What follows belongs to an exercise in optimizing a design on an open flow for small area; a production flow would make more cautious choices.
The RTL was checked by simulation tests, not by an equivalence proof against the original design.

Setup of before:
// pc_decim
module pc_decim (
    input  wire         clk,
    input  wire         rst,
    input  wire         cfg_we,
    input  wire [1:0]   cfg_ch,
    input  wire [31:0]  cfg_data,
    input  wire         mod_tick,
    input  wire [3:0]   mod_bits,
    output wire [3:0]   pc_valid,
    output wire [3:0]   pc_settled,
    output wire [127:0] pc_word
);
Size in the first run: ~5,400 cells after synthesis, about 180 I/O pins, about 74,000 µm² of cells after synthesis.
clock: 25.0 ns
lec_check: 0
abc_area: 1
cap_margin: 20
core_margin: 2
core_utilization: 50
gpl_timing_driven: 0
place_density: 0.65
slew_margin: 20
standard.sh (not shown) runs the stock make flow with config.mk's settings and CLKGATE_MAP_FILE= SYNTH_SCRIPT=/design/flow/synth_recipe.tcl, a recipe that flattens the netlist after the stock synthesis.
==> flow/flow/run.sh <==
#!/bin/bash
# The standard layout (standard.sh), with these changes to how it is made:
#  - after the standard synthesis (bash standard.sh synth, unchanged), the
#    full adders' polarities are chosen again to need fewer inverters
#    (fapol.py), and the combinational logic between the flip-flops and
#    full adders is mapped again for area with ABC (remap.tcl, remap.abc);
#    the flip-flops keep their cells and names;
#  - clock tree synthesis adds no dummy loads and puts up to 16 flip-flops
#    within 70 um under each clkbuf_8 leaf buffer;
#  - every input and output port still gets its own buffer, a buf_1.
# Logs: make's output in synth.log and layout.log, fapol.py's in fapol.log,
# yosys's in remap.log; each ORFS step's log is under orfs/logs/.
set -euo pipefail
here=$(pwd)
res=$here/orfs/results/$FLOW_PLATFORM/pc_decim/base
bash standard.sh synth > synth.log 2>&1
cp $res/1_2_yosys.v $here/standard_1_2_yosys.v
python3 flow/fapol.py $here/standard_1_2_yosys.v $here/fapol.v > fapol.log 2>&1
export REMAP_LIB=$FLOW_HOME/platforms/sky130hd/lib/sky130_fd_sc_hd__tt_025C_1v80.lib
export REMAP_IN=$here/fapol.v
export REMAP_OUT=$here/remap.v
export REMAP_SCRIPT=$here/flow/remap.abc
export REMAP_KEEP="$(grep -oE 'sky130_fd_sc_hd__(df|edf|sdf|fa_|dl|conb)[a-z0-9_]*' $here/standard_1_2_yosys.v | sort -u | tr '\n' ' ')"
export REMAP_DONT_USE="$(make -s -C $FLOW_HOME DESIGN_CONFIG=$here/config.mk print-DONT_USE_CELLS 2>/dev/null | sed 's/^DONT_USE_CELLS: *//')"
yosys -c flow/remap.tcl > remap.log 2>&1
grep -q "sky130_fd_sc_hd__" remap.v
cp remap.v $res/1_2_yosys.v
rm -f $res/1_synth.odb $res/1_synth.sdc
export CTS_ARGS="-sink_clustering_enable -repair_clock_nets -dont_use_dummy_load -sink_clustering_size 16 -sink_clustering_max_diameter 70 -buf_list {sky130_fd_sc_hd__clkbuf_8}"
export REMOVE_ABC_BUFFERS=1
export BUFFER_PORTS_ARGS="-buffer_cell sky130_fd_sc_hd__buf_1"
bash standard.sh > layout.log 2>&1
Other scripts of this flow, unchanged in this note and not shown: flow/flow/fapol.py, flow/flow/remap.abc, flow/flow/remap.tcl
Modified inputs, after compared to before
diff --git a/flow/design.v b/flow/design.v
--- a/flow/design.v
+++ b/flow/design.v
@@ -170,22 +170,20 @@
     assign lastbit = c1 ? x1 : x2;
     wire        o3 = (order == 2'd0);
     wire        o4 = (order != 2'd2);
     wire        z3 = clr || o3;
     wire        z4 = clr || o4;
     wire [7:0]  o_g1 = clr ? 8'd0 : g1[7:0];
     wire [7:0]  o_g2 = clr ? 8'd0 : g2[7:0];
     wire [7:0]  o_g3 = z3  ? 8'd0 : g3[7:0];
     wire [7:0]  o_g4 = z4  ? 8'd0 : g4[7:0];
     wire [7:0]  o_dd = (clr || dump) ? 8'd0 : dd[7:0];
-    wire [7:0]  m_c3 = o3 ? 8'hff : nc3[7:0];
-    wire [7:0]  m_c4 = o4 ? 8'hff : nc4[7:0];
     wire        d0  = (dig == 3'd0);
     wire        d7  = (dig == 3'd7);
     wire        eqd = (dig == s[5:3]);
     wire        gtd = (dig > s[5:3]);
     reg  [7:0]  one, ge;
     integer l;
     always @* begin
         for (l = 0; l < 8; l = l + 1) begin
             one[l] = eqd && (l == s[2:0]);
             ge[l]  = gtd || (eqd && (l >= s[2:0]));
@@ -205,27 +203,29 @@
     wire [7:0]  gb1, gb2, gb3, gb4, db;
     pc_decim_add u_b1 (.a(ga1),               .b(in2),              .ci(ci[5]), .s(gb1), .co(co[5]));
     pc_decim_add u_b2 (.a(ga2),               .b(a2 ? gb1 : 8'd0),  .ci(ci[6]), .s(gb2), .co(co[6]));
     pc_decim_add u_b3 (.a(o3 ? 8'd0 : ga3),   .b(a2 ? gb2 : 8'd0),  .ci(ci[7]), .s(gb3), .co(co[7]));
     pc_decim_add u_b4 (.a(o4 ? 8'd0 : ga4),   .b(a2 ? gb3 : 8'd0),  .ci(ci[8]), .s(gb4), .co(co[8]));
     pc_decim_add u_bd (.a(c1 ? 8'd0 : da),    .b(a2 ? gb4 : 8'd0),  .ci(ci[9]), .s(db),  .co(co[9]));
     wire [7:0]  dsum = c1 ? da : db;
     wire [7:0]  y1, y2, y3, y4;
     pc_decim_add u_y1 (.a(dsum), .b(nc1[7:0]), .ci(ci[10]), .s(y1), .co(co[10]));
     pc_decim_add u_y2 (.a(y1),   .b(nc2[7:0]), .ci(ci[11]), .s(y2), .co(co[11]));
-    pc_decim_add u_y3 (.a(y2),   .b(m_c3),     .ci(ci[12]), .s(y3), .co(co[12]));
-    pc_decim_add u_y4 (.a(y3),   .b(m_c4),     .ci(ci[13]), .s(y4), .co(co[13]));
+    pc_decim_add u_y3 (.a(y2),   .b(nc3[7:0]), .ci(ci[12]), .s(y3), .co(co[12]));
+    pc_decim_add u_y4 (.a(y3),   .b(nc4[7:0]), .ci(ci[13]), .s(y4), .co(co[13]));
     assign sd = y4;
-    wire [7:0]  w_c1 = cls ? ~dsum : (nc1[7:0] | {8{clr}});
-    wire [7:0]  w_c2 = cls ? ~y1   : (nc2[7:0] | {8{clr}});
-    wire [7:0]  w_c3 = cls ? ~y2   : (nc3[7:0] | {8{clr}});
-    wire [7:0]  w_c4 = cls ? ~y3   : (nc4[7:0] | {8{clr}});
+    wire        cls3 = cls && !o3;
+    wire        cls4 = cls && !o4;
+    wire [7:0]  w_c1 = cls  ? ~dsum : (nc1[7:0] | {8{clr}});
+    wire [7:0]  w_c2 = cls  ? ~y1   : (nc2[7:0] | {8{clr}});
+    wire [7:0]  w_c3 = cls3 ? ~y2   : (nc3[7:0] | {8{clr}});
+    wire [7:0]  w_c4 = cls4 ? ~y3   : (nc4[7:0] | {8{clr}});
     always @(posedge clk) begin
         cy  <= co;
         g1  <= {d7 ? n_ph[2:0]  : gb1[7:5], gb1[4:0], g1[63:8]};
         g2  <= {d7 ? n_ph[5:3]  : gb2[7:5], gb2[4:0], g2[63:8]};
         g3  <= {d7 ? n_ph[8:6]  : gb3[7:5], gb3[4:0], g3[63:8]};
         g4  <= {d7 ? n_ph[11:9] : gb4[7:5], gb4[4:0], g4[63:8]};
         dd  <= {d7 ? n_ns       : db[7:5],  db[4:0],  dd[63:8]};
         nc1 <= {w_c1, nc1[63:8]};
         nc2 <= {w_c2, nc2[63:8]};
         nc3 <= {w_c3, nc3[63:8]};
## What came out
- Fraction of area in multi-input gates: lower on after
- ~same post-route core utilization in before and after
- Compared with before, in after routed wire length shows a reduction of 2300 µm; global-route usage over all layers shows a reduction of 0.33 points; clock transition time at the flip-flop clock pins of the worst setup and hold paths shows no meaningful change; setup slack after placement shows an increase of 210 ps; wire length per cell shows a reduction of about 1%.
- Instance count on the critical path: higher on before

==> what the ideal ports hide <==
The flow's constraints put no driver on any port. The routed layouts listed below were extracted and timed again, unchanged, in two steps.
Step 1 (the two cells are an assumption about what drives the block):
set clk [get_ports {clk}]
set_driving_cell -lib_cell sky130_fd_sc_hd__clkbuf_16 $clk
set_driving_cell -lib_cell sky130_fd_sc_hd__buf_2 [delete_from_list [all_inputs] $clk]
Step 2 moves the port delays by t, midway between the first and last clock arrival at a register: inputs arrive t later, outputs are due t later. That takes back most of the time a late clock gives input paths.
Slacks: ideal / step 1 / step 2; pairs: ideal / step 1.
| run | shift t [ns] | slack for setup (ns) | hold WS [ns] | worst setup path after step 2 | cell pins on the clock port's net |
|---|---|---|---|---|---|
| before | 0.952 | 2.336 / 2.264 / 3.215 | 0.261 / 0.261 / 0.261 | register to output | 1 |
| after | 0.957 | 2.563 / 2.490 / 3.447 | 0.279 / 0.279 / 0.279 | register to output | 1 |
After both steps every run listed still meets setup and hold.
